Source: an optimization exercise on an open RTL-to-GDS flow (aim: small area, a short achievable clock period and few clock cycles). Production flows keep margins and buffers that such runs may drop. Only the layout flow was run in this run; the RTL was not checked for function there.

==> flow/run.sh <==
#!/bin/bash
# Own flow: the standard layout (standard.sh), except that synthesis maps
# the logic with an area-oriented ABC script (flow/abc_map.script) instead of
# ORFS's delay script, which restructures the XOR networks of the S-boxes
# into much larger logic; 3-input XOR cells are left out of the mapping
# (two 2-input ones are smaller). Everything else, registers included, is the
# standard synthesis; placement, CTS and routing are standard.sh's, with
# plain buffers on the ports.
set -euo pipefail
W=$PWD
ABC_SCRIPT=$W/flow/abc_map.script
cat > $W/own_synth.tcl <<EOS
proc abc {args} {
  set i [lsearch \$args -script]
  if {\$i >= 0} { lset args [expr {\$i + 1}] $ABC_SCRIPT }
  foreach c {xor3_1 xor3_2 xor3_4 xnor3_1 xnor3_2 xnor3_4} {
    lappend args -dont_use sky130_fd_sc_hd__\$c
  }
  yosys abc {*}\$args
}
source $W/synth_recipe.tcl
EOS
sed "s|$W/synth_recipe.tcl|$W/own_synth.tcl|g" $W/standard.sh > $W/own_standard.sh
grep -q own_synth.tcl $W/own_standard.sh
bash $W/own_standard.sh synth > $W/synth.log 2>&1
# The ports' buffers are the platform's plain buf_1 instead of the buffer
# buffer_ports picks on its own (clkdlybuf4s50_1, a slow delay cell).
bash $W/own_standard.sh "BUFFER_PORTS_ARGS=-buffer_cell sky130_fd_sc_hd__buf_1" finish > $W/layout.log 2>&1
==> flow/abc_map.script <==
&get -n
&st
&dch -f
&nf -R 1000
&put
==> standard.sh <==
#!/bin/bash
# synth_recipe.tcl (not shown) runs the flow's synth.tcl, then flattens the netlist and writes it again
# the make line also repeats each setting of config.mk as NAME=value (left out here)
make -C /OpenROAD-flow-scripts/flow DESIGN_CONFIG=/design/flow/config.mk WORK_HOME=/design/flow/orfs CLKGATE_MAP_FILE= SYNTH_SCRIPT=/design/flow/synth_recipe.tcl "${@:-finish}"
==> config.mk <==
export PLATFORM = sky130hd
export DESIGN_NAME = gz_cmac
export DESIGN_NICKNAME = gz_cmac
export VERILOG_FILES = /design/flow/design.v
export SDC_FILE = /design/flow/constraint.sdc
export NUM_CORES = 8
export LEC_CHECK = 0
export CAP_MARGIN = 20
export CORE_MARGIN = 2
export CORE_UTILIZATION = 45
export PLACE_DENSITY = 0.6
export SETUP_SLACK_MARGIN = 4
export SLEW_MARGIN = 20
==> constraint.sdc <==
create_clock -name core_clock -period 10.0 [get_ports {clk}]
set_input_delay 2.0000 -clock core_clock [delete_from_list [all_inputs] [get_ports {clk}]]
set_output_delay 2.0000 -clock core_clock [all_outputs]
set_load 0.01 [all_outputs]
==> design.v <==
module gz_sbox (
    input  wire [7:0] a,
    output wire [7:0] y
);
    wire U0 = a[7], U1 = a[6], U2 = a[5], U3 = a[4],
         U4 = a[3], U5 = a[2], U6 = a[1], U7 = a[0];
    wire T4, T1, T2, T3, T13, X5, T6, T8, X8, T10, T9, T20, T22, T19, X14, T27, T16, T25, T17, T15, T26, X21, T24, T14, X24, T23, M1, M2, M3, M4, M5, M6, M7, M8, M9, M10, M11, M12, M13, M14, M15, M16, M17, M18, M19, M20, M21, M22, M23, M24, M25, M26, M27, M28, M29, M30, M31, M32, M33, M34, M35, M36, M37, M38, M39, M40, M41, M42, M43, M44, M45, M46, M47, M48, M49, M50, M51, M52, M53, M54, M55, M56, M57, M58, M59, M60, M61, M62, M63, N0, N1, N2, N3, N4, N5, N6, N7, N8, N9, N10, N11, N12, N13, N14, N15, N16, N17, N18, N19, N20, N21, N22, N23, N24, N25, N26, N27, N28, N29, N30, N31, N32, S0, S1, S2, S3, S4, S5, S6, S7;
    assign T4 = U3 ^ U5;
    assign T1 = U3 ^ U0;
    assign T2 = T4 ^ T1;
    assign T3 = U6 ^ U0;
    assign T13 = T4 ^ T3;
    assign X5 = U6 ^ U4;
    assign T6 = T1 ^ X5;
    assign T8 = U7 ^ T6;
    assign X8 = U2 ^ U1;
    assign T10 = T6 ^ X8;
    assign T9 = X8 ^ U7;
    assign T20 = U0 ^ T9;
    assign T22 = T9 ^ U6;
    assign T19 = U3 ^ T9;
    assign X14 = U5 ^ U2;
    assign T27 = X14 ^ T1;
    assign T16 = X5 ^ X14;
    assign T25 = U0 ^ T16;
    assign T17 = T9 ^ T16;
    assign T15 = X8 ^ T16;
    assign T26 = T3 ^ T16;
    assign X21 = X5 ^ X8;
    assign T24 = T4 ^ X21;
    assign T14 = T27 ^ X21;
    assign X24 = U5 ^ T3;
    assign T23 = X24 ^ T9;
    assign M1 = T13 & T6;
    assign M2 = T23 & T8;
    assign M3 = T14 ^ M1;
    assign M4 = T19 & U7;
    assign M5 = M4 ^ M1;
    assign M6 = T3 & T16;
    assign M7 = T22 & T9;
    assign M8 = T26 ^ M6;
    assign M9 = T20 & T17;
    assign M10 = M9 ^ M6;
    assign M11 = T1 & T15;
    assign M12 = T4 & T27;
    assign M13 = M12 ^ M11;
    assign M14 = T2 & T10;
    assign M15 = M14 ^ M11;
    assign M16 = M3 ^ M2;
    assign M17 = M5 ^ T24;
    assign M18 = M8 ^ M7;
    assign M19 = M10 ^ M15;
    assign M20 = M16 ^ M13;
    assign M21 = M17 ^ M15;
    assign M22 = M18 ^ M13;
    assign M23 = M19 ^ T25;
    assign M24 = M22 ^ M23;
    assign M25 = M22 & M20;
    assign M26 = M21 ^ M25;
    assign M27 = M20 ^ M21;
    assign M28 = M23 ^ M25;
    assign M29 = M28 & M27;
    assign M30 = M26 & M24;
    assign M31 = M20 & M23;
    assign M32 = M27 & M31;
    assign M33 = M27 ^ M25;
    assign M34 = M21 & M22;
    assign M35 = M24 & M34;
    assign M36 = M24 ^ M25;
    assign M37 = M21 ^ M29;
    assign M38 = M32 ^ M33;
    assign M39 = M23 ^ M30;
    assign M40 = M35 ^ M36;
    assign M41 = M38 ^ M40;
    assign M42 = M37 ^ M39;
    assign M43 = M37 ^ M38;
    assign M44 = M39 ^ M40;
    assign M45 = M42 ^ M41;
    assign M46 = M44 & T6;
    assign M47 = M40 & T8;
    assign M48 = M39 & U7;
    assign M49 = M43 & T16;
    assign M50 = M38 & T9;
    assign M51 = M37 & T17;
    assign M52 = M42 & T15;
    assign M53 = M45 & T27;
    assign M54 = M41 & T10;
    assign M55 = M44 & T13;
    assign M56 = M40 & T23;
    assign M57 = M39 & T19;
    assign M58 = M43 & T3;
    assign M59 = M38 & T22;
    assign M60 = M37 & T20;
    assign M61 = M42 & T1;
    assign M62 = M45 & T4;
    assign M63 = M41 & T2;
    assign N0 = M61 ^ M62;
    assign N1 = M56 ^ N0;
    assign N2 = M55 ^ N1;
    assign N3 = M49 ^ M50;
    assign N4 = M54 ^ M58;
    assign N5 = M46 ^ M48;
    assign N6 = M52 ^ M53;
    assign N7 = M46 ^ M47;
    assign N8 = M50 ^ M51;
    assign N9 = N5 ^ N8;
    assign N10 = M59 ^ N0;
    assign N11 = M53 ^ N4;
    assign N12 = M60 ^ N5;
    assign N13 = N11 ^ N12;
    assign N14 = N6 ^ N7;
    assign N15 = N14 ^ N2;
    assign N16 = N3 ^ N6;
    assign N17 = N16 ^ N2;
    assign N18 = N3 ^ N7;
    assign N19 = N2 ^ N18;
    assign N20 = N8 ^ N11;
    assign N21 = N20 ^ N10;
    assign N22 = N7 ^ N9;
    assign N23 = N22 ^ N2;
    assign N24 = M61 ^ M63;
    assign N25 = N6 ^ N24;
    assign N26 = N13 ^ N25;
    assign N27 = M58 ^ N3;
    assign N28 = N9 ^ N27;
    assign N29 = N28 ^ N10;
    assign N30 = M57 ^ N3;
    assign N31 = N1 ^ N30;
    assign N32 = N13 ^ N31;
    assign S0 = N17;
    assign S1 = ~N15;
    assign S2 = ~N26;
    assign S3 = N19;
    assign S4 = N23;
    assign S5 = N32;
    assign S6 = ~N21;
    assign S7 = ~N29;
    assign y = {S0, S1, S2, S3, S4, S5, S6, S7};
endmodule
module gz_cmac (
    input  wire         clk,
    input  wire         rst,         
    input  wire         start,       
    input  wire [127:0] key,         
    output wire         idle,
    input  wire         in_valid,
    output wire         in_ready,
    input  wire [127:0] in_data,     
    input  wire         in_last,
    input  wire [4:0]   in_bytes,    
    output reg          tag_valid,
    output wire [127:0] tag
);
    localparam [2:0] S_IDLE  = 3'd0,     
                     S_KEY   = 3'd1,     
                     S_SUBK  = 3'd2,     
                     S_LOAD  = 3'd3,     
                     S_WAITF = 3'd4,     
                     S_WAITC = 3'd5,     
                     S_ENC   = 3'd6;     
    reg [2:0]   state;
    reg [127:0] ckey;        
    reg [127:0] subl;        
    reg         lval;
    reg [127:0] st;          
    reg [127:0] rk;          
    reg [3:0]   rnd;         
    reg         last_q;      
    reg         rdy;         
    reg         ks_new;      
    wire r10     = (rnd == 4'd10);
    wire rounds  = (state == S_SUBK) || (state == S_ENC);
    wire s_key   = (state == S_KEY);
    wire s_waitc = (state == S_WAITC);
    assign idle     = (state == S_IDLE);
    assign in_ready = rdy;
    wire take = in_valid && rdy;
    wire [127:0] k1 = {subl[126:0], 1'b0} ^ (subl[127] ? 128'h87 : 128'h0);
    wire [127:0] k2 = {k1[126:0], 1'b0} ^ (k1[127] ? 128'h87 : 128'h0);
    reg [127:0] pad_mask;    
    reg [127:0] pad_bit;     
    integer b;
    always @(*) begin
        for (b = 0; b < 16; b = b + 1) begin
            pad_mask[127 - 8*b -: 8] = (b < in_bytes) ? 8'hff : 8'h00;
            pad_bit [127 - 8*b -: 8] = (b == in_bytes) ? 8'h80 : 8'h00;
        end
    end
    wire         lf   = take && in_last && (in_bytes == 5'd16);
    wire         lp   = take && in_last && (in_bytes != 5'd16);
    wire [127:0] keep = {128{take}} & (in_last ? pad_mask : {128{1'b1}});
    wire [127:0] pbit = {128{take && in_last}} & pad_bit;
    wire [127:0] kx   = ({128{lf}} & k1) | ({128{lp}} & k2);
    reg [7:0] rcon;
    always @(*) begin
        case (ks_new ? 4'd0 : rnd)
            4'd0:  rcon = 8'h01;
            4'd1:  rcon = 8'h02;
            4'd2:  rcon = 8'h04;
            4'd3:  rcon = 8'h08;
            4'd4:  rcon = 8'h10;
            4'd5:  rcon = 8'h20;
            4'd6:  rcon = 8'h40;
            4'd7:  rcon = 8'h80;
            4'd8:  rcon = 8'h1b;
            4'd9:  rcon = 8'h36;
            default: rcon = 8'h00;
        endcase
    end
    wire [127:0] ks_in = ks_new ? ckey : rk;
    wire [31:0] w0 = ks_in[127:96];
    wire [31:0] w1 = ks_in[95:64];
    wire [31:0] w2 = ks_in[63:32];
    wire [31:0] w3 = ks_in[31:0];
    wire [31:0] sw;
    gz_sbox ks0 (.a(w3[23:16]), .y(sw[31:24]));
    gz_sbox ks1 (.a(w3[15:8]),  .y(sw[23:16]));
    gz_sbox ks2 (.a(w3[7:0]),   .y(sw[15:8]));
    gz_sbox ks3 (.a(w3[31:24]), .y(sw[7:0]));
    wire [31:0] n0 = w0 ^ sw ^ {rcon, 24'h0};
    wire [31:0] n1 = w1 ^ n0;
    wire [31:0] n2 = w2 ^ n1;
    wire [31:0] n3 = w3 ^ n2;
    wire [127:0] rk_next = {n0, n1, n2, n3};
    wire [127:0] addk_k = (rounds ? rk : 128'h0) ^
                          ((take || s_key) ? ckey : 128'h0) ^
                          (s_waitc ? st : 128'h0);
    wire [127:0] addk   = (addk_k ^ kx) ^ ((in_data & keep) ^ pbit);
    wire sel_mc = rounds && !r10;
    wire [127:0] sb;
    genvar g;
    generate
        for (g = 0; g < 16; g = g + 1) begin : g_sb
            gz_sbox u_sb (.a(st[8*g+7 -: 8]), .y(sb[8*g+7 -: 8]));
        end
    endgenerate
    wire [127:0] sr;
    generate
        for (g = 0; g < 16; g = g + 1) begin : g_sr
            assign sr[127 - 8*g -: 8] = sb[127 - 8*((((g/4) + (g%4)) % 4)*4 + (g%4)) -: 8];
        end
    endgenerate
    function [7:0] xtime;
        input [7:0] v;
        xtime = {v[6:0], 1'b0} ^ (v[7] ? 8'h1b : 8'h00);
    endfunction
    wire [127:0] ag = sr & {128{rounds}};
    wire [127:0] mg = sr & {128{sel_mc}};
    wire [127:0] st_next;
    generate
        for (g = 0; g < 4; g = g + 1) begin : g_mc
            wire [7:0] a0 = mg[127 - 32*g      -: 8];
            wire [7:0] a1 = mg[127 - 32*g -  8 -: 8];
            wire [7:0] a2 = mg[127 - 32*g - 16 -: 8];
            wire [7:0] a3 = mg[127 - 32*g - 24 -: 8];
            wire [7:0] p01 = a0 ^ a1;
            wire [7:0] p12 = a1 ^ a2;
            wire [7:0] p23 = a2 ^ a3;
            wire [7:0] p30 = a3 ^ a0;
            wire [7:0] t   = p01 ^ p23;
            wire [31:0] d  = {t ^ xtime(p01), t ^ xtime(p12),
                              t ^ xtime(p23), t ^ xtime(p30)};
            assign st_next[127 - 32*g -: 32] =
                (ag[127 - 32*g -: 32] ^ addk[127 - 32*g -: 32]) ^ d;
        end
    endgenerate
    always @(posedge clk) begin
        st <= st_next;
        rk <= rk_next;
        if (idle && start)
            ckey <= key;
        if (state == S_LOAD)
            subl <= st;
    end
    assign tag = tag_valid ? st : 128'h0;
    reg [2:0] state_d;
    reg [3:0] rnd_d;
    reg       lval_d;
    reg       last_d;
    always @(*) begin
        state_d = state;
        rnd_d   = rnd;
        lval_d  = lval;
        last_d  = take ? in_last : last_q;
        if (sel_mc)
            rnd_d = rnd + 4'd1;
        if (take)
            rnd_d = 4'd1;
        case (state)
            S_IDLE: begin
                if (start) begin
                    lval_d  = lval && (key == ckey);
                    state_d = (lval && (key == ckey)) ? S_WAITF : S_KEY;
                end
            end
            S_KEY: begin
                rnd_d   = 4'd1;
                state_d = S_SUBK;
            end
            S_SUBK: begin
                if (r10)
                    state_d = S_LOAD;
            end
            S_LOAD: begin
                lval_d  = 1'b1;
                state_d = S_WAITF;
            end
            S_WAITF, S_WAITC: begin
                if (in_valid)
                    state_d = S_ENC;
            end
            S_ENC: begin
                if (r10 && !take)
                    state_d = last_q ? S_IDLE : S_WAITC;
            end
            default: state_d = S_IDLE;
        endcase
    end
    always @(posedge clk) begin
        if (rst) begin
            state     <= S_IDLE;
            lval      <= 1'b0;
            rnd       <= 4'd0;
            last_q    <= 1'b0;
            tag_valid <= 1'b0;
            ks_new    <= 1'b0;
            rdy       <= 1'b0;
        end else begin
            state     <= state_d;
            lval      <= lval_d;
            rnd       <= rnd_d;
            last_q    <= last_d;
            tag_valid <= (state == S_ENC) && r10 && last_q;
            ks_new    <= (state_d != S_SUBK && state_d != S_ENC) ||
                         (rnd_d == 4'd10);
            rdy       <= (state_d == S_WAITF) || (state_d == S_WAITC) ||
                         (state_d == S_ENC && rnd_d == 4'd10 && !last_d);
        end
    end
endmodule
==> results.yml <==
place:
  dp.cells: 7242
  numPortBuffers: 396
  detailedPlacementHpwl_um: 146000
  place_congestion: 1.00
clocking:
  cts_buffer_depth: 3
  clock_latency_at_the_later_pin_of_the_worst_skew_pair_ns: 0.66
  cts_max_level: 3
  cell_at_the_root_of_the_clock_tree: "sky130_fd_sc_hd__clkbuf_16"
  total_clock_buffers_created_by_cts: 70
  cts.reportedPaths.clkPinSlew_ns: 0.06
  tritoncts: "yes"
  clock_sinks: 524
synth:
  top_cell_type_s_share_of_synthesized_area: 0.344
  synth-async-reset-ratio: 0
  synth_edf_count: 256
  post_synth.cell_area_avg_um2: 8.93
  post_synth_num_cell_types: 46
  synth_seq_area_share: 0.271
  postSynthCellCount: 5399
  synth_warnings: 1
  netlist.top_cell.by_area: "sky130_fd_sc_hd__xnor2_1"
  synth.cell_area_mm2: 0.0482
  dominantRegCellSynth: "sky130_fd_sc_hd__dfxtp_1"
  post_synth_main_area_contributors: "sky130_fd_sc_hd__xnor2_1 34%, sky130_fd_sc_hd__edfxtp_1 16%, sky130_fd_sc_hd__xor2_1 14%, sky130_fd_sc_hd__dfxtp_1 11%, sky130_fd_sc_hd__nand2_1 5.4%"
  synth.net_count: 5687
  number_of_register_bits_inferred_by_synthesis: 524
worst_setup_path:
  timing.critical_path.mode_cell: "sky130_fd_sc_hd__xnor2_1"
  setup.worst_path.end_class: "flop"
  reg2reg_setup_slack_ns: 4.13
  worstPathMaxFanout: 6
  crit_path_cell_trace: "xor2_4 > xor2_1 > nand2_1 > xor2_1 > xnor2_1 > xnor2_2 > nand2_1 > or2_0 > o21ai_0 > a31oi_2 > xnor2_1 > xor2_1 > nand2_1 > xor2_2 > xnor2_2 > xor2_2 > xnor2_1 > nand2_1 > nor2_2 > xnor2_1 > xor2_2 > xnor2_1 > xnor2_2"
  cpMaxStageDelayCell: "sky130_fd_sc_hd__dfxtp_2"
  r2r-start: "st[4]$_DFF_P_"
  worst_path_largest_cell_delay_ns: 0.58
  critPathLaunchType: "flop"
  cp_data_required_time_ns: 10.52
  timing.reg2reg.worst_path_depth: 23
  critical_path_arrival_ns: 6.40
  critical_path_class: "flop to flop"
  critical_path.reg2reg.endpoint: "st[115]$_DFF_P_"
hold_path:
  worst_hold_depth: 2
  hold_path_end: "tag_valid$_SDFF_PP0_"
  worst_hold_path_type: "flop to flop"
  min-delay-start: "last_q$_SDFF_PP0_"
routing:
  wl_per_cell_um: 25.3
  avgViaCountPerCell: 5.52
  drt-pass1-iter-count: 5
  vias: 41500
  wl_um: 190000
  drt_iter0_drc: 4184
  route.detailed.drc: 0
  antenna_left: 0
floorplanning:
  height_of_the_chip_um: 331
  io_pins: 397
  num_rows: 120
  floorplan.initialDensity: 0.452
  area_of_the_core_mm2: 0.107
  die_w_um: 331
  die_area_mm2: 0.110
sta:
  achievable-frequency_ghz: 0.170
  timing.final.crit_period_ns: 5.87
  finalSetupViolCount: 0
  clock_skew_ns: 0.0323
  setup_total_negative_slack_ns: 0
  share_of_the_clock_period_used_by_the_worst_path: 0.587
  setup_repair_after_global_routing_missed_its_margin: "true"
  max_slew.worst_pin.slew_ns: 1.18
  timing.final.hold_violations: 0
  maxSlewViolCount: 0
  worst_slew_margin_rel: 0.207
final_layout:
  design.final.nets: 6350
  final_util: 0.572
  num-fill-cells: 9493
  finalNonFillerCells: 7524
  post_route_cells_drive_above_1_share: 0.165
  area.growth.synth_to_final_pct: 26.7
global_routing:
  antenna_violations_before_repair: 10
  grt_util_all_layers: 0.329
  grt_start_max_net_pins: 99
  grt_pass1_wl_um: 268000
  vias_in_the_first_global_route: 39800
  overflow: 0
run:
  timing.max_cap.violations: 0
run_status:
  status: "no timing/DRC/antenna violations"
worst max path at each step:
stage,cells after the start,slack (ns),endpoint,startpoint
6_report,23,4.13,st[115]$_DFF_P_,st[4]$_DFF_P_
4_1_cts,23,3.89,rk[18]$_DFF_P_,ks_new$_SDFF_PP0_
2_1_floorplan,23,3.69,rk[30]$_DFF_P_,ks_new$_SDFF_PP0_
5_1_grt,21,3.76,st[115]$_DFF_P_,st[125]$_DFF_P_
3_5_place_dp,20,2.67,st[3]$_DFF_P_,st[113]$_DFF_P_
3_3_place_gp,20,2.57,st[3]$_DFF_P_,st[113]$_DFF_P_
per-stage QoR:
stage,setup slack (ns),hold WS [ns],instance area [µm²]
after floorplan,3.69,0.440,48700
after global placement,2.57,0.451,52300
after detailed placement,2.67,0.456,52300
after CTS,3.89,0.463,57200
after global routing,3.76,0.486,61100
final,4.13,0.466,61100
per-layer routing:
layer,global-route usage,vias up,share of wire
met2,0.511,1930,0.44
met4,0.172,4,0.062
met3,0.0606,405,0.085
met1,0.436,20200,0.41
li1,-,19000,-
met5,0,-,0.00013
area by class of cell:
class	instances	area, µm²	share of cell area
tap	1403	1760	0.0287
sequential	524	13200	0.216
clock inverter	32	340	0.00557
multi-input combinational	4816	40400	0.661
timing repair buffer	591	3160	0.0517
inverter	59	221	0.00362
clock buffer	98	2050	0.0336
antenna	1	2.50	0.0000409
flip-flops by register name, indices dropped and copies added, names as in the netlist, 3 cells and up:
| name | count |
|---|---|
| subl | 128 |
| rnd | 4 |
| rk | 128 |
| st | 128 |
| state | 3 |
| ckey | 128 |
synth_stat cells, types with 5 or more instances:
master / instances
sky130_fd_sc_hd__a211oi_1: 14
sky130_fd_sc_hd__a21oi_1: 116
sky130_fd_sc_hd__a22oi_1: 271
sky130_fd_sc_hd__a31oi_1: 12
sky130_fd_sc_hd__a32oi_1: 6
sky130_fd_sc_hd__and2_0: 152
sky130_fd_sc_hd__and3_1: 5
sky130_fd_sc_hd__clkinv_1: 59
sky130_fd_sc_hd__dfxtp_1: 268
sky130_fd_sc_hd__edfxtp_1: 256
sky130_fd_sc_hd__ha_1: 22
sky130_fd_sc_hd__mux2i_1: 141
sky130_fd_sc_hd__nand2_1: 696
sky130_fd_sc_hd__nand2b_1: 37
sky130_fd_sc_hd__nand3_1: 6
sky130_fd_sc_hd__nand4_1: 9
sky130_fd_sc_hd__nor2_1: 404
sky130_fd_sc_hd__nor2b_1: 49
sky130_fd_sc_hd__nor3_1: 26
sky130_fd_sc_hd__nor4_1: 41
sky130_fd_sc_hd__o21ai_0: 67
sky130_fd_sc_hd__o22ai_1: 5
sky130_fd_sc_hd__or2_0: 8
sky130_fd_sc_hd__xnor2_1: 1896
sky130_fd_sc_hd__xor2_1: 788
kinds of logic (layout without fill, tap and decap cells):
group	count (synthesis)	after routing	synth area share
XOR/XNOR	2684	2684	0.487
AND/OR/NAND/NOR	1441	1441	0.129
AO/OA/AOI/OAI	526	526	0.0727
flip-flops	524	524	0.271
multiplexers	143	143	0.0297
buffers and inverters	59	780	0.00459
adder cells (fa/ha/maj)	22	22	0.00571
other	0	1	0
cell usage in the layout, fill, tap and decap left out, types with 36 or more instances in the layout:
cell                           n
sky130_fd_sc_hd__xor2_2      124
sky130_fd_sc_hd__clkbuf_16    77
sky130_fd_sc_hd__clkinv_1     64
sky130_fd_sc_hd__xor2_4       59
sky130_fd_sc_hd__a22oi_1     269
sky130_fd_sc_hd__nand2_1     694
sky130_fd_sc_hd__nor2b_1      43
sky130_fd_sc_hd__nor4_1       39
sky130_fd_sc_hd__nand2b_1     36
sky130_fd_sc_hd__and2_0      143
sky130_fd_sc_hd__a21oi_1      96
sky130_fd_sc_hd__dfxtp_2      73
sky130_fd_sc_hd__o21ai_0      41
sky130_fd_sc_hd__buf_4       177
sky130_fd_sc_hd__xnor2_2     238
sky130_fd_sc_hd__edfxtp_1    256
sky130_fd_sc_hd__xnor2_1    1620
sky130_fd_sc_hd__buf_1       396
sky130_fd_sc_hd__nor2_1      351
sky130_fd_sc_hd__mux2i_1     109
sky130_fd_sc_hd__nor2_2       42
sky130_fd_sc_hd__xnor2_4      38
sky130_fd_sc_hd__dfxtp_1     176
sky130_fd_sc_hd__xor2_1      605
critical path, delay by kind of cell (launching register included):
| family | cells | cell delay (ns) |
|---|---|---|
| flip-flops | 1 | 0.58 |
| AND/OR/NAND/NOR | 6 | 0.93 |
| XOR/XNOR | 15 | 4.00 |
| AO/OA/AOI/OAI | 2 | 0.23 |
timing repair:
| action | in CTS | in global routing |
|---|---|---|
| hold buffers | 0 | 0 |
| endpoints found under the setup margin | 242 | 218 |
| cloned | 0 | 1 |
| resized for setup | 363 | 455 |
| setup buffers | 41 | 109 |
| pin swaps | 23 | 87 |

what the ideal ports hide:
Ports are ideal in the flow. The routed layout listed here was re-timed in OpenROAD.
Step 1 sets driving cells, clkbuf_16 on the clock port and buf_2 on the other inputs (assumed; they add their load-dependent delay and slew).
Step 2 also shifts input and output timing later by t, the mid clock arrival at the registers, as if the neighbouring blocks saw the same clock.
a / b / c = ideal ports / drivers / drivers and shift; a / b = the first two.
t, ns: 0.719
setup slack, ns: 4.125 / 4.125 / 3.635
worst slew at a driven data input, ns: 0.09
After both steps setup and hold are still met in this run. The setup slack of this run moves by 0.000 ns with the drivers and by -0.490 ns with both steps.
